This design comes from an exercise in tuning for small area and a short achievable clock period on the open sky130 flow, not from production work. Only simulation tests tie the RTL to the original design; equivalence was not proved.

**design/flow/flow/run.sh**
```bash
#!/bin/bash
set -euo pipefail
bash standard.sh SETUP_SLACK_MARGIN=${MARGIN:-24.45} TNS_END_PERCENT=5 MATCH_CELL_FOOTPRINT=0 \
  "BUFFER_PORTS_ARGS=-buffer_cell sky130_fd_sc_hd__buf_2" finish > make_finish.log 2>&1
```
**design/flow/standard.sh**
```bash
#!/bin/bash
# synth_recipe.tcl (not shown) runs the flow's synth.tcl, then flattens the netlist and writes it again
# the make line also repeats each setting of config.mk as NAME=value (left out here)
make -C /OpenROAD-flow-scripts/flow DESIGN_CONFIG=/design/flow/config.mk WORK_HOME=/design/flow/orfs CLKGATE_MAP_FILE= SYNTH_SCRIPT=/design/flow/synth_recipe.tcl "${@:-finish}"
```
**design/flow/config.mk**
```make
export PLATFORM = sky130hd
export DESIGN_NAME = convout4
export DESIGN_NICKNAME = convout4
export VERILOG_FILES = /design/flow/design.v
export SDC_FILE = /design/flow/constraint.sdc
export NUM_CORES = 8
export LEC_CHECK = 0
export ABC_AREA = 1
export CAP_MARGIN = 20
export CORE_MARGIN = 2
export CORE_UTILIZATION = 40
export SETUP_SLACK_MARGIN = 1.5
export SLEW_MARGIN = 20
export SYNTH_MEMORY_MAX_BITS = 16384
```
**design/flow/constraint.sdc**
```tcl
create_clock -name core_clock -period 32.0 [get_ports {clk}]
set_input_delay 6.4000 -clock core_clock [delete_from_list [all_inputs] [get_ports {clk}]]
set_output_delay 6.4000 -clock core_clock [all_outputs]
set_load 0.01 [all_outputs]
```
**design/flow/design.v**
```verilog
module convout_lane_a (
    input  wire [31:0] x,          
    input  wire        f32, bf16, fp16, e4m3, e5m2,    
    input  wire        is_int,     
    input  wire [2:0]  rnd,        
    input  wire        internal,   
    input  wire [15:0] u,          
    output wire [31:0] a,          
    output reg         up,         
    output wire        s,          
    output wire        nan,        
    output wire        infbig      
);
    assign s = x[31];
    wire [7:0]  fe     = x[30:23];
    wire [22:0] fm     = x[22:0];
    wire        hid    = |fe;
    wire        fe_ff  = &fe;
    assign nan         = !internal && fe_ff && (|fm);
    wire        isinf  = !internal && fe_ff && !(|fm);
    wire [7:0]  fe1    = {fe[7:1], fe[0] | !hid};         
    reg  [31:0] por;
    integer k, l;
    always @(*) begin
        por = x;
        for (l = 0; l < 5; l = l + 1)
            for (k = 0; k < 32; k = k + 1)
                if (k[l])
                    por[k] = por[k] | por[((k >> (l + 1)) << (l + 1)) + (1 << l) - 1];
    end
    wire [31:0] imag = x ^ ({32{s}} & {por[30:0], 1'b0});
    wire [31:0] oc = x ^ {32{s}};
    wire        pw = s && !(|(~x[31:1] & x[30:0]));
    reg  [5:0]  lzo;                                             
    reg  [15:0] z1; reg [7:0] z2; reg [3:0] z3; reg [1:0] z4;    
    reg  [15:0] c1; reg [15:0] c2; reg [11:0] c3; reg [7:0] c4;  
    always @(*) begin
        for (k = 0; k < 16; k = k + 1) begin
            z1[k] = !(oc[2*k+1] | oc[2*k]);
            c1[k] = !oc[2*k+1];
        end
        for (k = 0; k < 8; k = k + 1) begin
            z2[k] = z1[2*k+1] & z1[2*k];
            c2[2*k +: 2] = z1[2*k+1] ? {1'b1, c1[2*k]} : {1'b0, c1[2*k+1]};
        end
        for (k = 0; k < 4; k = k + 1) begin
            z3[k] = z2[2*k+1] & z2[2*k];
            c3[3*k +: 3] = z2[2*k+1] ? {1'b1, c2[4*k +: 2]} : {1'b0, c2[4*k+2 +: 2]};
        end
        for (k = 0; k < 2; k = k + 1) begin
            z4[k] = z3[2*k+1] & z3[2*k];
            c4[4*k +: 4] = z3[2*k+1] ? {1'b1, c3[6*k +: 3]} : {1'b0, c3[6*k+3 +: 3]};
        end
        lzo = (z4[1] & z4[0]) ? 6'd32 : z4[1] ? {2'b01, c4[3:0]} : {2'b00, c4[7:4]};
    end
    wire izero = !(|x);
    wire [31:0] src  = internal ? imag : {hid, fm, 8'd0};
    wire [31:0] tsrc = internal ? x : {hid, fm, 8'd0};
    reg  [5:0]  tz;
    always @(*) begin
        tz = 6'd63;
        for (k = 31; k >= 0; k = k - 1)
            if (tsrc[k]) tz = k[5:0];
    end
    wire        narrow = fp16 | e4m3 | e5m2;
    wire [6:0]  cm   = f32 ? 7'd31 : bf16 ? 7'd47 : fp16 ? 7'd44 : e4m3 ? 7'd51 : 7'd52;
    wire [7:0]  cf   = fp16 ? 8'd157 : e4m3 ? 8'd172 : 8'd165;
    wire        fsub = narrow && fe1 <= (e4m3 ? 8'd120 : 8'd112);     
    wire        big  = fe1 > 8'd158;
    wire        use_fe = !internal && (is_int || fsub);
    wire        use_lz = internal && !is_int;
    wire [7:0]  tc   = use_fe ? (is_int ? 8'd182 : cf + 8'd1) :
                       use_lz ? {1'b0, cm} + {7'd0, pw} + 8'd1 :
                       internal ? 8'd23 : {1'b0, cm};
    wire [7:0]  tv   = use_fe ? ~fe1 : use_lz ? ~{2'd0, lzo} : 8'd0;
    wire [7:0]  tsum = tc + tv;
    wire        t71  = !internal && (is_int ? fe1 < 8'd111
                                            : fsub && fe1 <= (fp16 ? 8'd86 : e4m3 ? 8'd101 : 8'd94));
    wire [6:0]  t    = t71 ? 7'd71 : tsum[6:0];
    wire [7:0]  bp   = internal ? ~{2'd0, lzo} : fe;
    wire [7:0]  bq   = internal ? ((f32 | bf16) ? 8'd159 : e4m3 ? 8'd39 : 8'd47) + {7'd0, pw}
                                : (e4m3 ? 8'd136 : narrow ? 8'd144 : 8'd0);
    wire [7:0]  bsum = bp + bq;
    wire        bzero = internal ? izero : fsub;
    wire [7:0]  be   = bzero ? 8'd0 : bsum;
    wire [70:0] v0 = {src, 39'd0};
    wire [70:0] v1 = t[0] ? (v0 >> 1)  : v0;
    wire [70:0] v2 = t[1] ? (v1 >> 2)  : v1;
    wire [70:0] v3 = t[2] ? (v2 >> 4)  : v2;
    wire [70:0] v4 = t[3] ? (v3 >> 8)  : v3;
    wire [70:0] v5 = t[4] ? (v4 >> 16) : v4;
    wire [70:0] v6 = t[5] ? (v5 >> 32) : v5;
    wire [70:0] vs = t[6] ? (v6 >> 64) : v6;
    wire [31:0] rq  = vs[47:16];
    wire [15:0] d   = vs[15:0];
    wire half  = d[15];
    wire rest  = !tz[5] && {1'b0, tz} + 7'd25 <= t;    
    wire [16:0] dsum = {1'b0, d} + {1'b0, u};
    always @(*) begin
        case (rnd)
            3'd0: up = half & (rest | rq[0]);
            3'd1: up = half;
            3'd3: up = (half | rest) & ~s;
            3'd4: up = (half | rest) & s;
            3'd5: up = dsum[16];
            default: up = 1'b0;
        endcase
    end
    wire [31:0] pm = f32  ? {1'b0, be, rq[22:0]} :
                     bf16 ? {17'd0, be, rq[6:0]} :
                     fp16 ? {14'd0, be, rq[9:0]} :
                     e4m3 ? {21'd0, be, rq[2:0]} :
                            {22'd0, be, rq[1:0]};
    assign a      = is_int ? rq : pm;
    assign infbig = isinf || (!internal && is_int && big);
endmodule
module convout_lane_b (
    input  wire [31:0] a,
    input  wire        up, s, nan, infbig,
    input  wire        f32, bf16, fp16, e4m3, e5m2,    
    input  wire        i32, i16, i8, u8, i4, u4,       
    input  wire        internal,
    input  wire        sat,
    input  wire        rz,         
    input  wire        rp,         
    input  wire        rm,         
    output reg  [31:0] y,          
    output reg         f_sat,
    output reg         f_nan,
    output reg         f_inf
);
    wire        is_int = i32 | i16 | i8 | u8 | i4 | u4;
    wire        inv = is_int & s;
    wire [33:0] ai  = {2'd0, a} ^ {34{inv}};
    reg  [33:0] c;
    reg         blk;
    integer k;
    always @(*) begin
        blk = up ^ inv;
        for (k = 0; k < 34; k = k + 1) begin
            if (k % 9 == 0)
                c[k] = blk;
            else
                c[k] = c[k-1] & ai[k-1];
            if (k % 9 == 8)
                blk = blk & (&ai[k-8 +: 9]);
        end
    end
    wire [33:0] r   = ai ^ c[33:0];
    wire [31:0] ym  = r[31:0];
    wire ovf = f32  ? (&ym[30:23]) :
               bf16 ? (&ym[14:7]) :
               fp16 ? ((|ym[17:15]) | (&ym[14:10])) :
               e4m3 ? ((|ym[10:7]) | (&ym[6:0])) :
                      ((|ym[9:7]) | (&ym[6:2]));
    wire [31:0] sgnb  = f32 ? {s, 31'd0} : (bf16 | fp16) ? {16'd0, s, 15'd0} : {24'd0, s, 7'd0};
    wire [31:0] canon = f32 ? 32'h7FC0_0000 : bf16 ? 32'h7FC0 : fp16 ? 32'h7E00 : e4m3 ? 32'h7F : 32'h7E;
    wire [31:0] maxb  = f32 ? 32'h7F7F_FFFF : bf16 ? 32'h7F7F : fp16 ? 32'h7BFF : e4m3 ? 32'h7E : 32'h7B;
    wire [31:0] infb  = f32 ? 32'h7F80_0000 : bf16 ? 32'h7F80 : fp16 ? 32'h7C00 : 32'h7C;
    wire        satc  = sat || rz || (rp && s) || (rm && !s);
    wire ovi = i32 ? (r[33:31] != 3'b000 && r[33:31] != 3'b111) :
               i16 ? (r[33:15] != 19'd0 && r[33:15] != {19{1'b1}}) :
               i8  ? (r[33:7]  != 27'd0 && r[33:7]  != {27{1'b1}}) :
               u8  ? (r[33:8]  != 26'd0) :
               i4  ? (r[33:3]  != 31'd0 && r[33:3]  != {31{1'b1}}) :
                     (r[33:4]  != 30'd0);
    wire [31:0] imask = i32 ? 32'hFFFF_FFFF : i16 ? 32'hFFFF : (i8 | u8) ? 32'hFF : 32'hF;
    wire [31:0] ilo = i32 ? 32'h8000_0000 : i16 ? 32'h8000 : i8 ? 32'h80 : i4 ? 32'h8 : 32'h0;
    wire [31:0] ihi = i32 ? 32'h7FFF_FFFF : i16 ? 32'h7FFF : i8 ? 32'h7F : u8 ? 32'hFF : i4 ? 32'h7 : 32'hF;
    always @(*) begin
        y = 32'd0; f_sat = 1'b0; f_nan = 1'b0; f_inf = 1'b0;
        if (is_int) begin
            if (nan) begin
                y = 32'd0; f_sat = 1'b1;
            end else if (infbig || ((!internal || sat) && ovi)) begin
                y = s ? ilo : ihi; f_sat = 1'b1;
            end else begin
                y = r[31:0] & imask;
            end
        end else begin
            if (nan) begin
                y = canon; f_nan = 1'b1;
            end else if (infbig || ovf) begin
                if (e4m3) begin
                    if (sat) begin y = sgnb | maxb; f_sat = 1'b1; end
                    else     begin y = canon; f_sat = 1'b1; f_nan = 1'b1; end
                end else if (!infbig && satc) begin
                    y = sgnb | maxb; f_sat = 1'b1;
                end else begin
                    y = sgnb | infb; f_inf = 1'b1;
                end
            end else begin
                y = sgnb | ym;
            end
        end
    end
endmodule
module convout4 (
    input  wire         clk,
    input  wire         rst,           
    input  wire         in_valid,
    input  wire [7:0]   in_fmt,
    input  wire [2:0]   in_round,
    input  wire         in_sat,
    input  wire         in_internal,
    input  wire [127:0] in_x,          
    input  wire         seed_load,
    input  wire [31:0]  seed,
    output reg          out_valid,
    output reg  [127:0] out_y,
    output reg  [3:0]   out_sat,
    output reg  [3:0]   out_nan,
    output reg  [3:0]   out_inf,
    output reg  [31:0]  lfsr_state
);
    localparam LANES = 4;
    wire [31:0] g = lfsr_state;
    wire [63:0] b, e;
    assign e[0] = g[0];
    assign e[1] = g[1];
    assign e[2] = g[2];
    assign e[3] = g[3];
    assign e[4] = g[4];
    assign e[5] = g[5];
    assign e[6] = g[6];
    assign e[7] = g[7];
    assign e[8] = g[8];
    assign e[9] = g[9];
    assign e[10] = g[10];
    assign e[11] = g[11];
    assign e[12] = g[12];
    assign e[13] = g[13];
    assign e[14] = g[14];
    assign e[15] = g[15];
    assign e[16] = g[16];
    assign e[17] = g[17];
    assign e[18] = g[18];
    assign e[19] = g[19];
    assign e[20] = g[20];
    assign e[21] = g[21];
    assign e[22] = g[22] ^ b[0];
    assign e[23] = g[23] ^ b[1];
    assign e[24] = g[24] ^ b[2];
    assign e[25] = g[25] ^ b[3];
    assign e[26] = g[26] ^ b[4];
    assign e[27] = g[27] ^ b[5];
    assign e[28] = g[28] ^ b[6];
    assign e[29] = g[29] ^ b[7];
    assign e[30] = g[30] ^ b[8];
    assign e[31] = g[31] ^ b[9];
    assign e[32] = b[10] ^ b[0];
    assign e[33] = b[11] ^ b[1];
    assign e[34] = b[12] ^ b[2];
    assign e[35] = b[13] ^ b[3];
    assign e[36] = b[14] ^ b[4];
    assign e[37] = b[15] ^ b[5];
    assign e[38] = b[16] ^ b[6];
    assign e[39] = b[17] ^ b[7];
    assign e[40] = b[18] ^ b[8];
    assign e[41] = b[19] ^ b[9];
    assign e[42] = b[20] ^ b[10];
    assign e[43] = b[21] ^ b[11];
    assign e[44] = b[22] ^ b[12];
    assign e[45] = b[23] ^ b[13];
    assign e[46] = b[24] ^ b[14];
    assign e[47] = b[25] ^ b[15];
    assign e[48] = b[26] ^ b[16];
    assign e[49] = b[27] ^ b[17];
    assign e[50] = b[28] ^ b[18];
    assign e[51] = b[29] ^ b[19];
    assign e[52] = b[30] ^ b[20];
    assign e[53] = b[31] ^ b[21];
    assign e[54] = b[32] ^ b[22];
    assign e[55] = b[33] ^ b[23];
    assign e[56] = b[34] ^ b[24];
    assign e[57] = b[35] ^ b[25];
    assign e[58] = b[36] ^ b[26];
    assign e[59] = b[37] ^ b[27];
    assign e[60] = b[38] ^ b[28];
    assign e[61] = b[39] ^ b[29];
    assign e[62] = b[40] ^ b[30];
    assign e[63] = b[41] ^ b[31];
    assign b[0] = e[0];
    assign b[1] = e[1] ^ e[0];
    assign b[2] = e[2] ^ e[1];
    assign b[3] = e[3] ^ e[2] ^ b[0];
    assign b[4] = e[4] ^ e[3] ^ b[1];
    assign b[5] = e[5] ^ e[4] ^ b[2];
    assign b[6] = e[6] ^ e[5] ^ b[3];
    assign b[7] = e[7] ^ e[6] ^ b[4];
    assign b[8] = e[8] ^ e[7] ^ b[5];
    assign b[9] = e[9] ^ e[8] ^ b[6];
    assign b[10] = e[10] ^ e[9] ^ b[7];
    assign b[11] = e[11] ^ e[10] ^ b[8];
    assign b[12] = e[12] ^ e[11] ^ b[9];
    assign b[13] = e[13] ^ e[12] ^ b[10];
    assign b[14] = e[14] ^ e[13] ^ b[11];
    assign b[15] = e[15] ^ e[14] ^ b[12];
    assign b[16] = e[16] ^ e[15] ^ b[13];
    assign b[17] = e[17] ^ e[16] ^ b[14];
    assign b[18] = e[18] ^ e[17] ^ b[15];
    assign b[19] = e[19] ^ e[18] ^ b[16];
    assign b[20] = e[20] ^ e[19] ^ b[17];
    assign b[21] = e[21] ^ e[20] ^ b[18];
    assign b[22] = e[22] ^ e[21] ^ b[19];
    assign b[23] = e[23] ^ e[22] ^ b[20];
    assign b[24] = e[24] ^ e[23] ^ b[21];
    assign b[25] = e[25] ^ e[24] ^ b[22];
    assign b[26] = e[26] ^ e[25] ^ b[23];
    assign b[27] = e[27] ^ e[26] ^ b[24];
    assign b[28] = e[28] ^ e[27] ^ b[25];
    assign b[29] = e[29] ^ e[28] ^ b[26];
    assign b[30] = e[30] ^ e[29] ^ b[27];
    assign b[31] = e[31] ^ e[30] ^ b[28];
    assign b[32] = e[32] ^ e[31] ^ b[29];
    assign b[33] = e[33] ^ e[32] ^ b[30];
    assign b[34] = e[34] ^ e[33] ^ b[31];
    assign b[35] = e[35] ^ e[34] ^ b[32];
    assign b[36] = e[36] ^ e[35] ^ b[33];
    assign b[37] = e[37] ^ e[36] ^ b[34];
    assign b[38] = e[38] ^ e[37] ^ b[35];
    assign b[39] = e[39] ^ e[38] ^ b[36];
    assign b[40] = e[40] ^ e[39] ^ b[37];
    assign b[41] = e[41] ^ e[40] ^ b[38];
    assign b[42] = e[42] ^ e[41] ^ b[39];
    assign b[43] = e[43] ^ e[42] ^ b[40];
    assign b[44] = e[44] ^ e[43] ^ b[41];
    assign b[45] = e[45] ^ e[44] ^ b[42];
    assign b[46] = e[46] ^ e[45] ^ b[43];
    assign b[47] = e[47] ^ e[46] ^ b[44];
    assign b[48] = e[48] ^ e[47] ^ b[45];
    assign b[49] = e[49] ^ e[48] ^ b[46];
    assign b[50] = e[50] ^ e[49] ^ b[47];
    assign b[51] = e[51] ^ e[50] ^ b[48];
    assign b[52] = e[52] ^ e[51] ^ b[49];
    assign b[53] = e[53] ^ e[52] ^ b[50];
    assign b[54] = e[54] ^ e[53] ^ b[51];
    assign b[55] = e[55] ^ e[54] ^ b[52];
    assign b[56] = e[56] ^ e[55] ^ b[53];
    assign b[57] = e[57] ^ e[56] ^ b[54];
    assign b[58] = e[58] ^ e[57] ^ b[55];
    assign b[59] = e[59] ^ e[58] ^ b[56];
    assign b[60] = e[60] ^ e[59] ^ b[57];
    assign b[61] = e[61] ^ e[60] ^ b[58];
    assign b[62] = e[62] ^ e[61] ^ b[59];
    assign b[63] = e[63] ^ e[62] ^ b[60];
    wire [15:0] g16;
    assign g16[0] = g[16] ^ b[14] ^ b[15];
    assign g16[1] = g[17] ^ b[15];
    assign g16[2] = g[18];
    assign g16[3] = g[19];
    assign g16[4] = g[20];
    assign g16[5] = g[21];
    assign g16[6] = g[22] ^ b[0];
    assign g16[7] = g[23] ^ b[1];
    assign g16[8] = g[24] ^ b[2];
    assign g16[9] = g[25] ^ b[3];
    assign g16[10] = g[26] ^ b[4];
    assign g16[11] = g[27] ^ b[5];
    assign g16[12] = g[28] ^ b[6];
    assign g16[13] = g[29] ^ b[7];
    assign g16[14] = g[30] ^ b[8];
    assign g16[15] = g[31] ^ b[9];
    wire [15:0] g32;
    assign g32[0] = b[0] ^ b[10] ^ b[30] ^ b[31];
    assign g32[1] = b[1] ^ b[11] ^ b[31];
    assign g32[2] = b[2] ^ b[12];
    assign g32[3] = b[3] ^ b[13];
    assign g32[4] = b[4] ^ b[14];
    assign g32[5] = b[5] ^ b[15];
    assign g32[6] = b[6] ^ b[16];
    assign g32[7] = b[7] ^ b[17];
    assign g32[8] = b[8] ^ b[18];
    assign g32[9] = b[9] ^ b[19];
    assign g32[10] = b[10] ^ b[20];
    assign g32[11] = b[11] ^ b[21];
    assign g32[12] = b[12] ^ b[22];
    assign g32[13] = b[13] ^ b[23];
    assign g32[14] = b[14] ^ b[24];
    assign g32[15] = b[15] ^ b[25];
    wire [15:0] g48;
    assign g48[0] = b[16] ^ b[26] ^ b[46] ^ b[47];
    assign g48[1] = b[17] ^ b[27] ^ b[47];
    assign g48[2] = b[18] ^ b[28];
    assign g48[3] = b[19] ^ b[29];
    assign g48[4] = b[20] ^ b[30];
    assign g48[5] = b[21] ^ b[31];
    assign g48[6] = b[22] ^ b[32];
    assign g48[7] = b[23] ^ b[33];
    assign g48[8] = b[24] ^ b[34];
    assign g48[9] = b[25] ^ b[35];
    assign g48[10] = b[26] ^ b[36];
    assign g48[11] = b[27] ^ b[37];
    assign g48[12] = b[28] ^ b[38];
    assign g48[13] = b[29] ^ b[39];
    assign g48[14] = b[30] ^ b[40];
    assign g48[15] = b[31] ^ b[41];
    wire [31:0] g64;
    assign g64[0] = b[32] ^ b[42] ^ b[62] ^ b[63];
    assign g64[1] = b[33] ^ b[43] ^ b[63];
    assign g64[2] = b[34] ^ b[44];
    assign g64[3] = b[35] ^ b[45];
    assign g64[4] = b[36] ^ b[46];
    assign g64[5] = b[37] ^ b[47];
    assign g64[6] = b[38] ^ b[48];
    assign g64[7] = b[39] ^ b[49];
    assign g64[8] = b[40] ^ b[50];
    assign g64[9] = b[41] ^ b[51];
    assign g64[10] = b[42] ^ b[52];
    assign g64[11] = b[43] ^ b[53];
    assign g64[12] = b[44] ^ b[54];
    assign g64[13] = b[45] ^ b[55];
    assign g64[14] = b[46] ^ b[56];
    assign g64[15] = b[47] ^ b[57];
    assign g64[16] = b[48] ^ b[58];
    assign g64[17] = b[49] ^ b[59];
    assign g64[18] = b[50] ^ b[60];
    assign g64[19] = b[51] ^ b[61];
    assign g64[20] = b[52] ^ b[62];
    assign g64[21] = b[53] ^ b[63];
    assign g64[22] = b[54];
    assign g64[23] = b[55];
    assign g64[24] = b[56];
    assign g64[25] = b[57];
    assign g64[26] = b[58];
    assign g64[27] = b[59];
    assign g64[28] = b[60];
    assign g64[29] = b[61];
    assign g64[30] = b[62];
    assign g64[31] = b[63];
    wire draw = in_valid && in_round == 3'd5;
    always @(posedge clk) begin
        if (rst)
            lfsr_state <= 32'h0000_0001;
        else if (seed_load)
            lfsr_state <= seed;
        else if (draw)
            lfsr_state <= g64;
    end
    reg          v1;
    reg  [127:0] x1;
    reg          fi1;           
    reg  [2:0]   fc1;           
    reg  [2:0]   rnd1;
    reg          sat1, int1;
    reg  [63:0]  u1;            
    always @(posedge clk) begin
        v1   <= in_valid && !rst;
        x1   <= in_x;
        fi1  <= in_fmt[4];
        fc1  <= in_fmt[2:0];
        rnd1 <= in_round;
        sat1 <= in_sat;
        int1 <= in_internal;
        u1   <= {g64[15:0], g48, g32, g16};
    end
    wire a_f32  = !fi1 && fc1 == 3'd1;
    wire a_bf16 = !fi1 && fc1 == 3'd2;
    wire a_fp16 = !fi1 && fc1 == 3'd3;
    wire a_e4m3 = !fi1 && fc1 == 3'd4;
    wire a_e5m2 = !fi1 && fc1 == 3'd5;
    wire [127:0] a;
    wire [3:0]   up, sg, nan, ib;
    genvar l;
    generate
        for (l = 0; l < LANES; l = l + 1) begin : lane_a
            convout_lane_a u_a (
                .x (x1[32*l +: 32]),
                .f32 (a_f32), .bf16 (a_bf16), .fp16 (a_fp16), .e4m3 (a_e4m3), .e5m2 (a_e5m2),
                .is_int (fi1), .rnd (rnd1), .internal (int1), .u (u1[16*l +: 16]),
                .a (a[32*l +: 32]), .up (up[l]), .s (sg[l]), .nan (nan[l]), .infbig (ib[l])
            );
        end
    endgenerate
    reg          v2;
    reg  [127:0] a2;
    reg  [3:0]   up2, sg2, nan2, ib2;
    reg          fi2, sat2, int2, rz2, rp2, rm2;
    reg  [2:0]   fc2;
    always @(posedge clk) begin
        v2   <= v1 && !rst;
        a2   <= a;
        up2  <= up;
        sg2  <= sg;
        nan2 <= nan;
        ib2  <= ib;
        fi2  <= fi1;
        fc2  <= fc1;
        sat2 <= sat1;
        int2 <= int1;
        rz2  <= rnd1 == 3'd2;
        rp2  <= rnd1 == 3'd3;
        rm2  <= rnd1 == 3'd4;
    end
    wire f32  = !fi2 && fc2 == 3'd1;
    wire bf16 = !fi2 && fc2 == 3'd2;
    wire fp16 = !fi2 && fc2 == 3'd3;
    wire e4m3 = !fi2 && fc2 == 3'd4;
    wire e5m2 = !fi2 && fc2 == 3'd5;
    wire i32  =  fi2 && fc2 == 3'd0;
    wire i16  =  fi2 && fc2 == 3'd1;
    wire i8   =  fi2 && fc2 == 3'd2;
    wire u8   =  fi2 && fc2 == 3'd3;
    wire i4   =  fi2 && fc2 == 3'd4;
    wire u4   =  fi2 && fc2 == 3'd5;
    wire [127:0] y;
    wire [3:0]   fs, fn, fi;
    generate
        for (l = 0; l < LANES; l = l + 1) begin : lane_b
            convout_lane_b u_b (
                .a (a2[32*l +: 32]), .up (up2[l]), .s (sg2[l]), .nan (nan2[l]), .infbig (ib2[l]),
                .f32 (f32), .bf16 (bf16), .fp16 (fp16), .e4m3 (e4m3), .e5m2 (e5m2),
                .i32 (i32), .i16 (i16), .i8 (i8), .u8 (u8), .i4 (i4), .u4 (u4),
                .internal (int2), .sat (sat2), .rz (rz2), .rp (rp2), .rm (rm2),
                .y (y[32*l +: 32]), .f_sat (fs[l]), .f_nan (fn[l]), .f_inf (fi[l])
            );
        end
    endgenerate
    always @(posedge clk) begin
        if (rst)
            out_valid <= 1'b0;
        else
            out_valid <= v2;
        out_y   <= y;
        out_sat <= fs;
        out_nan <= fn;
        out_inf <= fi;
    end
endmodule
```
==> results of run 1 <==
==> per-layer routing <==
metal  GRT usage (%)  up-vias  part of all wire (%)
met1            40.8    26286                    41
met5               0        -                0.0061
met3            4.05      522                   7.2
met4            14.8        2                   5.2
li1                -    27451                     -
met2            54.8     2437                    46
==> what timing repair did <==
action	CTS	global route
pin swaps	1	1
gates resized for setup	48	65
setup endpoints to repair	257	272
gates cloned	6	10
setup buffers	10	20
==> cells in the final DEF (no fill, tap or decap), drive strengths merged, types with 121 or more instances in the layout <==
master	Yosys	routed
o21ai	1118	1118
buf	121	451
nor2	736	737
a21oi	373	373
dfxtp	529	529
o22ai	121	121
xor2	233	233
nand2	2079	2079
nand3	419	419
ha	300	300
inv	883	879
==> metrics by stage <==
step / setup slack, ns / instances
final: 24.23 / 9920
after global routing: 24.23 / 9918
after global placement: 23.66 / 9763
after CTS: 24.22 / 9887
after detailed placement: 23.51 / 9763
after floorplan: 24.49 / 8117
==> how the worst max path moves through the flow <==
stage                               from              to  cells after the start
after floorplan                seed_load  lfsr_state[19]                      5
after global placement            fc2[1]       out_y[40]                     39
after detailed placement          fc2[1]       out_y[56]                     37
after CTS                 lfsr_state[21]  lfsr_state[21]                      1
after global routing      lfsr_state[21]  lfsr_state[21]                      1
final                     lfsr_state[21]  lfsr_state[21]                      1
==> cell usage after synthesis (38+ instances only) <==
library cell / n / area (sq um)
nand2_1: 1992 / 7480
o21ai_0: 1074 / 5380
inv_1: 863 / 3240
nor2_1: 715 / 2680
dfxtp_1: 529 / 10600
a21oi_1: 372 / 1860
nand3_1: 360 / 1800
ha_1: 300 / 3750
clkbuf_1: 291 / 1090
xor2_1: 224 / 1960
o22ai_1: 121 / 757
nor3_1: 104 / 521
a31oi_1: 100 / 626
nand4_1: 90 / 563
o211ai_1: 79 / 593
xnor2_1: 64 / 561
nand2_2: 61 / 382
nand3_2: 54 / 541
buf_1: 52 / 195
nor4_1: 41 / 257
o21ai_1: 41 / 205
o221ai_1: 40 / 350
o2111ai_1: 39 / 342
buf_2: 38 / 190
==> cell type report <==
class	count	area, sq um
repair buffers	452	2600
repair inverters	15	105
clock buffers	68	1510
fillers	13218	68400
clock inverters	40	549
diodes	2	5.00
flip-flops and latches	529	10600
inverters	900	3450
well taps	1637	2050
multi-input cells	6277	34500
==> kinds of logic after synthesis <==
logic type / count (synthesis) / share of synthesized area (%)
AO/OA/AOI/OAI: 2085 / 23.8
XOR/XNOR: 305 / 5.71
adder cells (fa/ha/maj): 308 / 7.83
buffers and inverters: 1312 / 10.2
flip-flops: 529 / 21.2
multiplexers: 38 / 0.764
AND/OR/NAND/NOR: 3540 / 30.5
==> registers in the layout, indices dropped and copies added (netlist names), 32 cells and up <==
signal,cells
x1,128
u1,64
lfsr_state,32
a2,128
out_y,128
==> impl_metrics.env, run 1 <==
export IMPL_grt_overflow_total=0
export IMPL_final_max_slew_viol_count=0
export IMPL_core_sq_um=124000
export IMPL_hold_path_cell_count=0
export IMPL_cp_required_ns=25.60
export IMPL_cts_tree="done"
export IMPL_antenna_found_initial=5
export IMPL_max_clock_freq_mhz=129
export IMPL_avgSynthCellArea_sq_um=6.16
export IMPL_num_vias=56698
export IMPL_r2r_start="x1[63]"
export IMPL_hold_worst_slack_ns=0.333
export IMPL_hold_path_class="flop to flop"
export IMPL_drive_gt1_share_pct=10.9
export IMPL_grt_pass1_wl_microns=319000
export IMPL_clk_path_buf_depth=3
export IMPL_r2r_end="up2[1]"
export IMPL_drt_iter0_markers=5556
export IMPL_cts_hold_buffers=0
export IMPL_async_reset_ff_share_pct=0
export IMPL_path_class="flop to output port"
export IMPL_dieArea_sq_um=128000
export IMPL_wl_per_cell_microns=21.6
export IMPL_nets=8717
export IMPL_seq_area_frac_synth_pct=21.2
export IMPL_rows=129
export IMPL_worst_pin_slew_ns=1.18
export IMPL_clockRootBuffer="clkbuf_16"
export IMPL_syn_cell_area_sq_um=50000
export IMPL_drc=0
export IMPL_relSlewSlack_pct=21.4
export IMPL_path_clk_slew_ns=0.06
export IMPL_cap_violations=0
export IMPL_r2r_slack_ns=24.66
export IMPL_reg2regPathDepth=33
export IMPL_routed_wl_microns=215000
export IMPL_hp_start="sat1"
export IMPL_place_area_sq_um=52700
export IMPL_outcome="complete, no violations"
export IMPL_syn_nets=8602
export IMPL_grt_start_max_net_pins=114
export IMPL_arrival_ns=1.37
export IMPL_whs_endpoint="sat2"
export IMPL_die_w_microns=357
export IMPL_syn_inst=8117
export IMPL_finClkSkew_ns=0.0407
export IMPL_cts_buffers=57
export IMPL_gp_routability_congestion=1.02
export IMPL_clock_sinks=529
export IMPL_crit_slowest_cell="dfxtp_2"
export IMPL_synth_edff_count=0
export IMPL_grt_pass1_vias=52421
export IMPL_ys_seq_elements=529
export IMPL_cp_max_fo=4
export IMPL_critPathBufInv=1
export IMPL_design_area_sq_um=55400
export IMPL_rsz0062_at_grt="true"
export IMPL_dpl_hpwl_microns=171000
export IMPL_critPathLaunchType="flop"
export IMPL_firstDrtPassIters=6
export IMPL_cp_end_kind="output port"
export IMPL_chipHeight_microns=357
export IMPL_via_per_inst=5.72
export IMPL_path_delay_family="flip-flops"
export IMPL_start_util_pct=40.4
export IMPL_h_tree_depth=2
export IMPL_final_util_pct=44.8
export IMPL_ios=350
export IMPL_ant_nets=0
export IMPL_final_hold_viol_count=0
export IMPL_portBuffers=345
export IMPL_max_stage_delay_ns=0.51
export IMPL_setup_viol=0
export IMPL_yosysUniqueCellTypes=79
export IMPL_grt_usage_pct=32.3
export IMPL_ys_dominant_reg_cell="dfxtp_1"
export IMPL_yosysWarnings=3
export IMPL_clk_latency_ns=0.71
export IMPL_syn_to_final_growth_pct=10.9
export IMPL_min_period_over_period_pct=24.3
export IMPL_path_cells="buf_2"
export IMPL_period_needed_ns=7.77
export IMPL_final_setup_tns_ns=0
==> run 2, diff against run 1 <==
==> design/flow/flow/run.sh (replaced) <==
#!/bin/bash
set -euo pipefail
bash standard.sh SETUP_SLACK_MARGIN=${MARGIN:-25} TNS_END_PERCENT=5 MATCH_CELL_FOOTPRINT=0 \
  "BUFFER_PORTS_ARGS=-buffer_cell sky130_fd_sc_hd__buf_2" "CTS_ARGS=-sink_clustering_enable -repair_clock_nets -sink_clustering_size 20 -sink_clustering_max_diameter 60 -buf_list sky130_fd_sc_hd__clkbuf_16 -root_buf sky130_fd_sc_hd__clkbuf_16" finish > make_finish.log 2>&1
==> run 2 against run 1 <==
Still clean; routed wire length increased by 2.7%; die area is the same; clock skew is 0.020 ns lower; global-route usage grew 0.45 points; critical endpoint is now lfsr_state[19]; highest routed layer unchanged.
==> impl_metrics.env, run 2 <==
export IMPL_seq_area_frac_synth_pct=21.2
export IMPL_syn_to_final_growth_pct=13.2
export IMPL_drive_gt1_share_pct=12.6
export IMPL_synth_edff_count=0
export IMPL_path_clk_slew_ns=0.07
export IMPL_finClkSkew_ns=0.0208
export IMPL_synth_area_leaders="dfxtp_1 (21%), nand2_1 (15%), o21ai_0 (11%), ha_1 (7.5%), inv_1 (6.5%)"
export IMPL_crit_slowest_cell="dfxtp_4"
export IMPL_finalNonFillerCells=9984
export IMPL_yosysMostFrequentCell="nand2_1"
export IMPL_dpl_hpwl_microns=173000
export IMPL_path_class="flop to output port"
export IMPL_chipHeight_microns=357
export IMPL_path_delay_family="flip-flops"
export IMPL_grt_pass1_vias=52112
export IMPL_critPathLaunchType="flop"
export IMPL_syn_cell_area_sq_um=50000
export IMPL_max_stage_delay_ns=0.37
export IMPL_wl_per_cell_microns=22.1
export IMPL_ios=350
export IMPL_reg2regPathDepth=39
export IMPL_die_w_microns=357
export IMPL_cts_hold_buffers=0
export IMPL_final_setup_tns_ns=0
export IMPL_layout_commonest_cell="nand2_1"
export IMPL_start_util_pct=40.4
export IMPL_path_cells="buf_6"
export IMPL_core_sq_um=124000
export IMPL_grt_pass1_wl_microns=321000
export IMPL_place_area_sq_um=52800
export IMPL_clk_latency_ns=0.68
export IMPL_drt_iter0_markers=5815
export IMPL_portBuffers=345
export IMPL_drc=0
export IMPL_min_period_over_period_pct=23.6
export IMPL_cap_violations=0
export IMPL_grt_start_max_net_pins=134
export IMPL_grt_overflow_total=0
export IMPL_yosys_area_top_type="dfxtp_1"
export IMPL_worst_path_stages=1
export IMPL_rows=129
export IMPL_relSlewSlack_pct=23.7
export IMPL_setup_viol=0
export IMPL_r2r_slack_ns=24.82
export IMPL_firstDrtPassIters=9
export IMPL_clockRootBuffer="clkbuf_16"
export IMPL_period_needed_ns=7.56
export IMPL_clock_sinks=529
export IMPL_hold_path_class="flop to flop"
export IMPL_crit_end="lfsr_state[19]"
export IMPL_cp_required_ns=25.60
export IMPL_design_area_sq_um=56500
export IMPL_ys_dominant_reg_cell="dfxtp_1"
export IMPL_critPathBufInv=1
export IMPL_worst_pin_slew_ns=1.14
export IMPL_synth_common_cells="nand2_1 (1992), o21ai_0 (1074), inv_1 (863)"
export IMPL_gp_routability_congestion=1.01
export IMPL_final_hold_viol_count=0
export IMPL_final_max_slew_viol_count=0
export IMPL_grt_usage_pct=32.8
export IMPL_r2r_end="out_y[33]"
export IMPL_cts_tree="done"
export IMPL_top_regs="a2: 128 flops, out_y: 128 flops, x1: 128 flops"
export IMPL_num_vias=57031
export IMPL_syn_nets=8602
export IMPL_final_util_pct=45.7
export IMPL_rsz0062_at_grt="true"
export IMPL_cts_buffers=52
export IMPL_nets=8792
export IMPL_clk_path_buf_depth=3
export IMPL_antenna_found_initial=9
export IMPL_mostFrequentLayoutCells="nand2_1 (1988), o21ai_0 (1035), inv_1 (846), nor2_1 (681), dfxtp_1 (475)"
export IMPL_outcome="complete, no violations"
export IMPL_cp_max_fo=2
export IMPL_yosysWarnings=3
export IMPL_cp_end_kind="output port"
export IMPL_arrival_ns=1.16
export IMPL_via_per_inst=5.71
export IMPL_yosysUniqueCellTypes=79
export IMPL_placedCellCount=9773
export IMPL_h_tree_depth=2
export IMPL_async_reset_ff_share_pct=0
export IMPL_routed_wl_microns=220000
export IMPL_avgSynthCellArea_sq_um=6.16
export IMPL_synth_top_area_share_pct=21.2
export IMPL_startpoint="lfsr_state[19]"
export IMPL_dieArea_sq_um=128000
export IMPL_syn_inst=8117
export IMPL_r2r_start="fc2[1]"
export IMPL_max_clock_freq_mhz=132
export IMPL_ant_nets=0
export IMPL_ys_seq_elements=529
## run 2: cell types whose count changed in the layout (fill, tap and decap cells not counted), moves of 15 or more
cell,previous run,this run
buf_4,97,135
dfxtp_1,515,475
o21ai_0,1054,1035
o21ai_1,60,75
buf_6,6,24
dfxtp_2,10,34
dfxtp_4,4,20
## run 2: area by class of cell
type,instances,area (sq um)
Timing Repair inverter,28,193
Multi-Input combinational cell,6279,34900
Clock buffer,52,1300
Antenna cell,1,2.50
Inverter,900,3470
Timing Repair Buffer,517,3410
Sequential cell,529,10700
Fill cell,13195,67200
Clock inverter,41,549
Tap cell,1637,2050
## run 2: stage by stage
step                hold WS (ns)  setup WS [ns]
global placement           0.313          23.52
finish                     0.333          24.44
floorplan                  0.310          24.67
detailed placement         0.315          23.44
CTS                        0.332          24.41
global route               0.342          24.41
## run 2: cells by family (layout without fill, tap and decap cells)
logic type / Yosys count / after routing / synth area share, %
multiplexers: 38 / 38 / 0.764
adder cells (fa/ha/maj): 308 / 308 / 7.83
XOR/XNOR: 305 / 305 / 5.71
flip-flops: 529 / 529 / 21.2
buffers and inverters: 1312 / 1538 / 10.2
other: 0 / 1 / 0
AND/OR/NAND/NOR: 3540 / 3543 / 30.5
AO/OA/AOI/OAI: 2085 / 2085 / 23.8
## run 2: worst min-delay path by stage
stage | start | cells past startpoint | to
2_1_floorplan | sat1 | 0 | sat2
3_3_place_gp | sat1 | 0 | sat2
3_5_place_dp | sat1 | 0 | sat2
4_1_cts | sat1 | 0 | sat2
5_1_grt | sat1 | 0 | sat2
6_report | sat1 | 0 | sat2
## run 2: what timing repair did
action / in CTS / in global routing
pin swaps: 3 / 10
cloned: 11 / 25
setup endpoints to repair: 415 / 353
buffers inserted: 42 / 37
gates resized for setup: 158 / 159
## run 2: routing by layer
metal / share of wire, % / global-route usage, % / wire, microns
met4: 5.1 / 14.8 / 11200
met5: 0.031 / 0 / 69
met3: 6.9 / 3.93 / 15100
met2: 46 / 55.1 / 102000
met1: 42 / 41.9 / 92100
==> run 3, diff against run 2 <==
==> design/flow/flow/run.sh (replaced) <==
#!/bin/bash
# The standard layout (standard.sh) with two changes to how it is made:
#  - synthesis is the standard one (synth_recipe.tcl, ORFS synth.tcl) except
#    that ABC maps the logic with flow/abc.script, an area-oriented script
#    (registers, their names and cells are untouched: ABC sees only the
#    combinational logic);
#  - the timing repair aims at a shorter cycle (larger setup margin), repairs
#    only the worst few percent of endpoints, may change a cell's footprint,
#    and the ports are buffered with buf_2 instead of the default delay buffer.
# The clock, its period and the constraints are the design's. make's full
# output goes to make_finish.log here; ORFS keeps each step's log in orfs/logs.
set -euo pipefail
W=$PWD
export MY_ABC_SCRIPT=$W/flow/abc.script
sed 's#source \$::env(SCRIPTS_DIR)/synth_preamble.tcl#&\nset abc_args [lreplace $abc_args 1 1 $::env(MY_ABC_SCRIPT)]#' \
  "$FLOW_HOME/scripts/synth.tcl" > $W/synth_mod.tcl
grep -q MY_ABC_SCRIPT $W/synth_mod.tcl
sed "s#source \$::env(SCRIPTS_DIR)/synth.tcl#source $W/synth_mod.tcl#" $W/synth_recipe.tcl > $W/synth_recipe_mod.tcl
grep -q synth_mod.tcl $W/synth_recipe_mod.tcl
bash standard.sh SYNTH_SCRIPT=$W/synth_recipe_mod.tcl SETUP_SLACK_MARGIN=${MARGIN:-25} TNS_END_PERCENT=5 \
  MATCH_CELL_FOOTPRINT=0 "BUFFER_PORTS_ARGS=-buffer_cell sky130_fd_sc_hd__buf_2" finish > make_finish.log 2>&1
==> design/flow/flow/abc.script (new file) <==
strash
dch
amap
topo
stime -c
buffer -c
upsize -c
dnsize -c
==> run 3 against run 2 <==
Still clean; flip-flop and latch count stayed put; count of clock-buffer cells in the layout increased by 20; routed wire length shrank 5.8%; design area decreased by 0.84%; via count shrank 3.2%.
==> impl_metrics.env, run 3 <==
export IMPL_clk_path_buf_depth=3
export IMPL_relSlewSlack_pct=24.3
export IMPL_wl_per_cell_microns=23.8
export IMPL_synth_top_area_share_pct=23.1
export IMPL_finClkSkew_ns=0.0432
export IMPL_yosysWarnings=3
export IMPL_crit_end="lfsr_state[2]"
export IMPL_clk_latency_ns=0.73
export IMPL_avgSynthCellArea_sq_um=6.74
export IMPL_layout_commonest_cell="nor2_1"
export IMPL_cts_hold_buffers=0
export IMPL_async_reset_ff_share_pct=0
export IMPL_fillers=11470
export IMPL_num_vias=55195
export IMPL_grt_overflow_total=0
export IMPL_outcome="complete, no violations"
export IMPL_period_needed_ns=7.71
export IMPL_ant_nets=0
export IMPL_portBuffers=345
export IMPL_ios=350
export IMPL_cts_tree="done"
export IMPL_grt_start_max_net_pins=145
export IMPL_startpoint="lfsr_state[2]"
export IMPL_mostFrequentLayoutCells="nor2_1 (1218), a21oi_1 (549), inv_1 (494), dfxtp_1 (486), o22ai_1 (479)"
export IMPL_synth_common_cells="nor2_1 (1285), a21oi_1 (588), inv_1 (534)"
export IMPL_seq_area_frac_synth_pct=23.1
export IMPL_grt_usage_pct=32.6
export IMPL_arrival_ns=1.31
export IMPL_final_hold_viol_count=0
export IMPL_hold_path_class="flop to flop"
export IMPL_firstDrtPassIters=6
export IMPL_clockRootBuffer="clkbuf_16"
export IMPL_r2r_slack_ns=24.47
export IMPL_final_setup_tns_ns=0
export IMPL_drc=0
export IMPL_path_clk_slew_ns=0.06
export IMPL_h_tree_depth=2
export IMPL_yosysUniqueCellTypes=70
export IMPL_start_util_pct=40.3
export IMPL_top_regs="a2: 128 flops, out_y: 128 flops, x1: 128 flops"
export IMPL_via_per_inst=6.31
export IMPL_path_class="flop to output port"
export IMPL_cp_required_ns=25.60
export IMPL_cap_violations=0
export IMPL_r2r_start="fi2"
export IMPL_antenna_found_initial=0
export IMPL_cp_max_fo=5
export IMPL_yosys_area_top_type="dfxtp_1"
export IMPL_worst_pin_slew_ns=1.13
export IMPL_syn_nets=7302
export IMPL_cts_buffers=60
export IMPL_synth_edff_count=0
export IMPL_gp_routability_congestion=1.01
export IMPL_reg2regPathDepth=52
export IMPL_chipHeight_microns=343
export IMPL_rsz0062_at_grt="true"
export IMPL_clock_sinks=529
export IMPL_yosysMostFrequentCell="nor2_1"
export IMPL_dieArea_sq_um=118000
export IMPL_drive_gt1_share_pct=19.0
export IMPL_ys_seq_elements=529
export IMPL_grt_pass1_wl_microns=298000
export IMPL_syn_inst=6817
export IMPL_grt_pass1_vias=49522
export IMPL_syn_cell_area_sq_um=45900
export IMPL_routed_wl_microns=208000
export IMPL_critPathLaunchType="flop"
export IMPL_nets=7663
export IMPL_r2r_end="out_y[46]"
export IMPL_synth_area_leaders="dfxtp_1 (23%), nor2_1 (11%), ha_1 (8.2%), o22a_1 (7.2%), o22ai_1 (6.9%)"
export IMPL_ys_dominant_reg_cell="dfxtp_1"
export IMPL_syn_to_final_growth_pct=22.1
export IMPL_core_sq_um=114000
export IMPL_cp_end_kind="output port"
export IMPL_die_w_microns=343
export IMPL_rows=124
export IMPL_setup_viol=0
export IMPL_max_clock_freq_mhz=130
export IMPL_drt_iter0_markers=6718
export IMPL_min_period_over_period_pct=24.1
export IMPL_dpl_hpwl_microns=153000
export IMPL_final_max_slew_viol_count=0
==> run 3: cell count changes after synthesis, sizes merged, moves of 290 or more <==
cell / change
nor2: +554
nand2: -1601
o22ai: +387
nand3: -290
inv: -329
o21ai: -695
o22a: +378
==> run 3: what timing repair did <==
item	in CTS	in global routing
pin swaps	21	66
setup buffers	95	137
resized for setup	286	427
endpoints found under the setup margin	441	402
gates cloned	22	23
==> run 3: how the worst min path moves through the flow <==
stage	startpoint	end	slack, ns	depth (start not counted)
final	sat1	sat2	0.33	0
after global routing	sat1	sat2	0.34	0
after CTS	sat1	sat2	0.34	0
after detailed placement	sat1	sat2	0.32	0
after global placement	sat1	sat2	0.32	0
after floorplan	sat1	sat2	0.31	0
==> run 3: cells by family after synthesis <==
logic type	count (synthesis)	synth area share, %
AOI/OAI and AO/OA	2622	38.2
and+or+nand+nor	2354	21.9
buffers and inverters	1004	8.39
DFF	529	23.1
adders and majority gates	308	8.52
==> run 3: through the flow <==
| stage | utilization [%] | std cells | hold WS (ns) | setup WS [ns] | area (sq um) |
|---|---|---|---|---|---|
| 5_1_grt | 49.2 | 8742 | 0.344 | 24.20 | 56100 |
| 3_5_place_dp | 42.9 | 8351 | 0.323 | 22.74 | 48900 |
| 3_3_place_gp | 42.9 | 8351 | 0.324 | 22.77 | 48900 |
| 2_1_floorplan | - | 6817 | 0.310 | 24.64 | 46000 |
| 6_report | 49.2 | 8743 | 0.334 | 24.29 | 56100 |
| 4_1_cts | 46.4 | 8582 | 0.338 | 24.36 | 52900 |
==> run 3: cell type report <==
cell class / instances / area [sq um] / share of cell area (%)
Multi-Input combinational cell: 5287 / 33700 / 60.1
Sequential cell: 529 / 10700 / 19.1
Timing Repair Buffer: 695 / 5210 / 9.29
Inverter: 584 / 2350 / 4.20
Tap cell: 1512 / 1890 / 3.37
Clock buffer: 72 / 1600 / 2.85
Clock inverter: 42 / 479 / 0.855
Timing Repair inverter: 21 / 143 / 0.254
Antenna cell: 1 / 2.50 / 0.00446
==> run 3: critical path: stages, from the launching register on <==
cell,delay (ns)
dfxtp_4,0.38
buf_6,0.12
buf_6,0.11
==> run 3: layer usage <==
layer	wire, microns	global-route usage (%)	up-vias
li1	-	-	25825
met1	81100	40.3	25848
met2	96900	55.3	2901
met3	16400	3.81	621
met4	13200	17.4	0
met5	0	0	-
==> run 4, diff against run 3 <==
--- a/design/flow/flow/run.sh
+++ b/design/flow/flow/run.sh
@@ -17,5 +17,5 @@
 grep -q MY_ABC_SCRIPT $W/synth_mod.tcl
 sed "s#source \$::env(SCRIPTS_DIR)/synth.tcl#source $W/synth_mod.tcl#" $W/synth_recipe.tcl > $W/synth_recipe_mod.tcl
 grep -q synth_mod.tcl $W/synth_recipe_mod.tcl
-bash standard.sh SYNTH_SCRIPT=$W/synth_recipe_mod.tcl SETUP_SLACK_MARGIN=${MARGIN:-25} TNS_END_PERCENT=5 \
+bash standard.sh SYNTH_SCRIPT=$W/synth_recipe_mod.tcl SETUP_SLACK_MARGIN=${MARGIN:-24.45} TNS_END_PERCENT=5 \
   MATCH_CELL_FOOTPRINT=0 "BUFFER_PORTS_ARGS=-buffer_cell sky130_fd_sc_hd__buf_2" finish > make_finish.log 2>&1
==> run 4 against run 3 <==
Area after synthesis unchanged; setup slack improved by 0.036 ns; still clean; fmax increased by 0.47%; clock skew decreased by 0.0085 ns.
==> impl_metrics.env, run 4 <==
export IMPL_ys_seq_elements=529
export IMPL_num_vias=54362
export IMPL_path_clk_slew_ns=0.06
export IMPL_path_cells="buf_2"
export IMPL_async_reset_ff_share_pct=0
export IMPL_place_area_sq_um=48900
export IMPL_synth_edff_count=0
export IMPL_syn_to_final_growth_pct=18.5
export IMPL_antenna_found_initial=8
export IMPL_period_needed_ns=7.67
export IMPL_drt_iter0_markers=6055
export IMPL_portBuffers=345
export IMPL_path_delay_family="flip-flops"
export IMPL_syn_cell_area_sq_um=45900
export IMPL_hold_path_class="flop to flop"
export IMPL_final_hold_viol_count=0
export IMPL_grt_pass1_vias=49108
export IMPL_via_per_inst=6.28
export IMPL_max_stage_delay_ns=0.40
export IMPL_h_tree_depth=2
export IMPL_fillers=11764
export IMPL_die_w_microns=343
export IMPL_critPathLaunchType="flop"
export IMPL_mostFrequentLayoutCells="nor2_1 (1232), a21oi_1 (559), inv_1 (506), dfxtp_1 (495), o22ai_1 (483)"
export IMPL_start_util_pct=40.3
export IMPL_design_area_sq_um=54400
export IMPL_cp_max_fo=4
export IMPL_grt_start_max_net_pins=134
export IMPL_finalNonFillerCells=8661
export IMPL_grt_overflow_total=0
export IMPL_cp_required_ns=25.60
export IMPL_avgSynthCellArea_sq_um=6.74
export IMPL_yosysWarnings=3
export IMPL_seq_area_frac_synth_pct=23.1
export IMPL_cts_buffers=61
export IMPL_rsz0062_at_grt="true"
export IMPL_clockRootBuffer="clkbuf_16"
export IMPL_yosysMostFrequentCell="nor2_1"
export IMPL_final_max_slew_viol_count=0
export IMPL_layout_commonest_cell="nor2_1"
export IMPL_max_clock_freq_mhz=130
export IMPL_critPathBufInv=1
export IMPL_clk_path_buf_depth=3
export IMPL_dpl_hpwl_microns=156000
export IMPL_cap_violations=0
export IMPL_syn_inst=6817
export IMPL_top_regs="a2: 128 flops, out_y: 128 flops, x1: 128 flops"
export IMPL_synth_area_leaders="dfxtp_1 (23%), nor2_1 (11%), ha_1 (8.2%), o22a_1 (7.2%), o22ai_1 (6.9%)"
export IMPL_cp_end_kind="output port"
export IMPL_worst_pin_slew_ns=1.28
export IMPL_firstDrtPassIters=9
export IMPL_setup_viol=0
export IMPL_core_sq_um=114000
export IMPL_yosysUniqueCellTypes=70
export IMPL_relSlewSlack_pct=14.6
export IMPL_arrival_ns=1.27
export IMPL_path_class="flop to output port"
export IMPL_hold_worst_slack_ns=0.325
export IMPL_final_setup_tns_ns=0
export IMPL_grt_pass1_wl_microns=298000
export IMPL_final_util_pct=47.7
export IMPL_dieArea_sq_um=118000
export IMPL_yosys_area_top_type="dfxtp_1"
export IMPL_drc=0
export IMPL_chipHeight_microns=343
export IMPL_grt_usage_pct=32.7
export IMPL_clock_sinks=529
export IMPL_synth_top_area_share_pct=23.1
export IMPL_clk_latency_ns=0.71
export IMPL_outcome="complete, no violations"
export IMPL_synth_common_cells="nor2_1 (1285), a21oi_1 (588), inv_1 (534)"
export IMPL_min_period_over_period_pct=24.0
export IMPL_routed_wl_microns=205000
export IMPL_cts_tree="done"
export IMPL_ant_nets=0
export IMPL_ios=350
export IMPL_crit_slowest_cell="dfxtp_2"
export IMPL_finClkSkew_ns=0.0348
export IMPL_syn_nets=7302
export IMPL_nets=7582
export IMPL_rows=124
export IMPL_dp_slack_ns=22.54
export IMPL_ys_dominant_reg_cell="dfxtp_1"
export IMPL_wl_per_cell_microns=23.6
export IMPL_placedCellCount=8354
export IMPL_drive_gt1_share_pct=16.5
export IMPL_timing_final_ws_setup_ns=24.33
export IMPL_gp_routability_congestion=1.01
## run 4: cell type report
type / count / area (sq um) / area share, %
clock inverter: 47 / 520 / 0.956
inverter: 584 / 2330 / 4.28
tap: 1512 / 1890 / 3.47
sequential: 529 / 10700 / 19.6
clock buffer: 67 / 1580 / 2.90
multi-input combinational: 5285 / 33000 / 60.7
timing repair buffer: 615 / 4260 / 7.83
timing repair inverter: 21 / 148 / 0.271
antenna: 1 / 2.50 / 0.00460
## run 4: timing repair
action / in CTS / in global routing
gates cloned: 14 / 19
pin swaps: 13 / 67
hold buffers: 0 / 0
buffers inserted: 59 / 99
gates resized for setup: 183 / 299
setup endpoints to repair: 338 / 332
## run 4: cells by family after synthesis
family	count (synthesis)	share of synthesized area, %
compound gates	2622	38.2
simple gates	2354	21.9
buf+inv	1004	8.39
flops	529	23.1
fa+ha+maj	308	8.52
## run 4: per-layer routing
layer  vias up  GRT usage [%]  part of all wire [%]
met5         -              0                     0
met4         0           15.4                   5.0
met3       497           3.66                   7.3
met2      2555           56.1                    47
met1     25623           40.8                    40
li1      25687              -                     -
## run 4: final timing paths
check | startpoint | to | slack, ns | cells after the start
setup / recovery | lfsr_state[26] | lfsr_state[26] | 24.33 | 1
hold / removal | sat1 | sat2 | 0.33 | 0
setup reg to reg | lfsr_state[3] | u1[48] | 24.39 | 47
hold reg to reg | sat1 | sat2 | 0.33 | 0
==> run 5, diff against run 4 <==
--- a/design/flow/flow/run.sh
+++ b/design/flow/flow/run.sh
@@ -18,4 +18,4 @@
 sed "s#source \$::env(SCRIPTS_DIR)/synth.tcl#source $W/synth_mod.tcl#" $W/synth_recipe.tcl > $W/synth_recipe_mod.tcl
 grep -q synth_mod.tcl $W/synth_recipe_mod.tcl
 bash standard.sh SYNTH_SCRIPT=$W/synth_recipe_mod.tcl SETUP_SLACK_MARGIN=${MARGIN:-24.45} TNS_END_PERCENT=5 \
-  MATCH_CELL_FOOTPRINT=0 "BUFFER_PORTS_ARGS=-buffer_cell sky130_fd_sc_hd__buf_2" finish > make_finish.log 2>&1
+  MATCH_CELL_FOOTPRINT=0 "BUFFER_PORTS_ARGS=-buffer_cell sky130_fd_sc_hd__buf_2" "CTS_ARGS=-sink_clustering_enable -repair_clock_nets -sink_clustering_size 24 -sink_clustering_max_diameter 80 -dont_use_dummy_load -buf_list {sky130_fd_sc_hd__clkbuf_8 sky130_fd_sc_hd__clkbuf_16}" finish > make_finish.log 2>&1
==> run 5 against run 4 <==
Still clean on timing, DRC and antenna; clock skew rose by 0.073 ns; non-clock buffer count up 4; critical path type unchanged; largest cell class unchanged.
==> impl_metrics.env, run 5 <==
export IMPL_outcome="complete, no violations"
export IMPL_placedCellCount=8354
export IMPL_routed_wl_microns=204000
export IMPL_rsz0062_at_grt="true"
export IMPL_synth_top_area_share_pct=23.1
export IMPL_grt_pass1_vias=48791
export IMPL_period_needed_ns=7.70
export IMPL_core_sq_um=114000
export IMPL_yosysUniqueCellTypes=70
export IMPL_dp_slack_ns=22.54
export IMPL_cts_tree="done"
export IMPL_final_hold_viol_count=0
export IMPL_yosysWarnings=3
export IMPL_r2r_start="lfsr_state[5]"
export IMPL_hold_path_class="flop to flop"
export IMPL_timing_final_ws_setup_ns=24.30
export IMPL_ant_nets=0
export IMPL_cp_end_kind="output port"
export IMPL_cts_hold_buffers=0
export IMPL_nets=7565
export IMPL_ios=350
export IMPL_min_period_over_period_pct=24.1
export IMPL_ys_seq_elements=529
export IMPL_dpl_hpwl_microns=156000
export IMPL_critPathBufInv=1
export IMPL_die_w_microns=343
export IMPL_h_tree_depth=2
export IMPL_yosysMostFrequentCell="nor2_1"
export IMPL_syn_to_final_growth_pct=16.2
export IMPL_max_clock_freq_mhz=130
export IMPL_clockRootBuffer="clkbuf_16"
export IMPL_top_regs="a2: 128 flops, out_y: 128 flops, x1: 128 flops"
export IMPL_design_area_sq_um=53400
export IMPL_start_util_pct=40.3
export IMPL_syn_inst=6817
export IMPL_path_class="flop to output port"
export IMPL_arrival_ns=1.30
export IMPL_gp_routability_congestion=1.01
export IMPL_grt_usage_pct=32.6
export IMPL_avgSynthCellArea_sq_um=6.74
export IMPL_yosys_area_top_type="dfxtp_1"
export IMPL_crit_slowest_cell="dfxtp_1"
export IMPL_path_cells="buf_2"
export IMPL_async_reset_ff_share_pct=0
export IMPL_hp_start="sat1"
export IMPL_grt_start_max_net_pins=134
export IMPL_synth_common_cells="nor2_1 (1285), a21oi_1 (588), inv_1 (534)"
export IMPL_setup_viol=0
export IMPL_path_delay_family="flip-flops"
export IMPL_ys_dominant_reg_cell="dfxtp_1"
export IMPL_syn_cell_area_sq_um=45900
export IMPL_dieArea_sq_um=118000
export IMPL_final_setup_tns_ns=0
export IMPL_finalNonFillerCells=8595
export IMPL_drc=0
export IMPL_r2r_end="u1[48]"
export IMPL_place_area_sq_um=48900
export IMPL_grt_overflow_total=0
export IMPL_final_max_slew_viol_count=0
export IMPL_clock_sinks=529
export IMPL_layout_commonest_cell="nor2_1"
export IMPL_chipHeight_microns=343
export IMPL_path_clk_slew_ns=0.09
export IMPL_mostFrequentLayoutCells="nor2_1 (1232), a21oi_1 (560), dfxtp_1 (508), inv_1 (503), o22ai_1 (478)"
export IMPL_clk_latency_ns=0.66
export IMPL_synth_area_leaders="dfxtp_1 (23%), nor2_1 (11%), ha_1 (8.2%), o22a_1 (7.2%), o22ai_1 (6.9%)"
export IMPL_seq_area_frac_synth_pct=23.1
export IMPL_grt_pass1_wl_microns=297000
export IMPL_portBuffers=345
export IMPL_antenna_found_initial=6
export IMPL_syn_nets=7302
export IMPL_finClkSkew_ns=0.108
export IMPL_hold_path_cell_count=0
export IMPL_wl_per_cell_microns=23.7
export IMPL_whs_endpoint="sat2"
export IMPL_drive_gt1_share_pct=15.7
export IMPL_clk_path_buf_depth=3
export IMPL_reg2regPathDepth=46
export IMPL_worst_pin_slew_ns=1.25
export IMPL_cap_violations=0
export IMPL_firstDrtPassIters=19
export IMPL_relSlewSlack_pct=16.6
export IMPL_cts_buffers=40
export IMPL_cp_required_ns=25.60
export IMPL_rows=124
export IMPL_synth_edff_count=0
export IMPL_cp_max_fo=5
export IMPL_max_stage_delay_ns=0.46
export IMPL_via_per_inst=6.31
export IMPL_critPathLaunchType="flop"
export IMPL_r2r_slack_ns=24.46
export IMPL_num_vias=54204
export IMPL_drt_iter0_markers=6156
## run 5: cell counts after synthesis
No cell type changed its count.
## run 5: routing by layer
metal | wire, microns | share of wire (%) | track usage (%) | vias up
met5 | 61 | 0.030 | 0 | -
met4 | 10300 | 5.1 | 14.1 | 4
met3 | 15200 | 7.4 | 3.69 | 506
met2 | 96400 | 47 | 56.2 | 2618
met1 | 81800 | 40 | 40.8 | 25457
li1 | - | - | - | 25619
## run 5: per-stage QoR
step	utilization, %	hold WS (ns)
final	46.8	0.353
after global routing	46.8	0.357
after CTS	44.8	0.352
after detailed placement	42.9	0.320
after global placement	42.9	0.324
after floorplan	-	0.310
## run 5: area by class of cell
| type | instances | area (sq um) |
|---|---|---|
| Antenna cell | 5 | 12.5 |
| Clock buffer | 40 | 1000 |
| Fill cell | 11859 | 60700 |
| Inverter | 584 | 2330 |
| Multi-Input combinational cell | 5285 | 33100 |
| Sequential cell | 529 | 10600 |
| Tap cell | 1512 | 1890 |
| Timing Repair Buffer | 619 | 4270 |
| Timing Repair inverter | 21 | 145 |
## run 5: repair_timing
| action | CTS | global route |
|---|---|---|
| setup buffers | 58 | 104 |
| endpoints found under the setup margin | 221 | 240 |
| resized for setup | 160 | 317 |
| cloned | 14 | 19 |
| pin swaps | 14 | 74 |
## run 5: kinds of logic after synthesis
family | after synthesis | synth area share [%]
and+or+nand+nor | 2354 | 21.9
buffers and inverters | 1004 | 8.39
DFF | 529 | 23.1
adders and majority gates | 308 | 8.52
AOI/OAI and AO/OA | 2622 | 38.2
## run 5: worst max-delay path by stage
stage                   from            end  cells after the start
2_1_floorplan           int1         up2[0]                     39
6_report       lfsr_state[9]  lfsr_state[9]                      1
3_5_place_dp   lfsr_state[2]  lfsr_state[0]                     53
5_1_grt               x1[63]         up2[1]                     35
4_1_cts        lfsr_state[8]  lfsr_state[8]                      1
3_3_place_gp   lfsr_state[2]  lfsr_state[0]                     53

[static timing again, ports no longer ideal]
No port has a modelled driver above. Below, the same layouts with a new extraction and two added sets of constraints.
Step 1: set_driving_cell puts a clkbuf_16 on clk and a buf_2 on each other input, an assumption about the parent block.
Step 2, shift: input delay + t, output delay - t, t = (earliest + latest rising clock arrival at the registers) / 2. This alone moves slack from input paths to output paths.
a / b / c = no drivers / after step 1 / after step 2; a / b = the first two.
run	t (ns)	slack for setup (ns)	worst setup path after step 2	clock arrival spread, ns	worst register clock-pin slew, ns
run 1	0.756	24.234 / 24.159 / 23.952	input to register	0.049 / 0.049	0.08 / 0.08
run 2	0.738	24.444 / 24.371 / 23.949	input to register	0.023 / 0.023	0.08 / 0.08
run 3	0.783	24.293 / 24.213 / 24.241	input to register	0.046 / 0.046	0.09 / 0.09
run 4	0.771	24.329 / 24.252 / 23.731	input to register	0.038 / 0.038	0.07 / 0.07
run 5	0.688	24.297 / 24.219 / 23.805	input to register	0.116 / 0.115	0.09 / 0.09
After both steps every run listed still meets setup and hold. For run 4, which loses most, drivers alone change the setup slack by -0.077 ns; drivers and shift together by -0.598 ns.
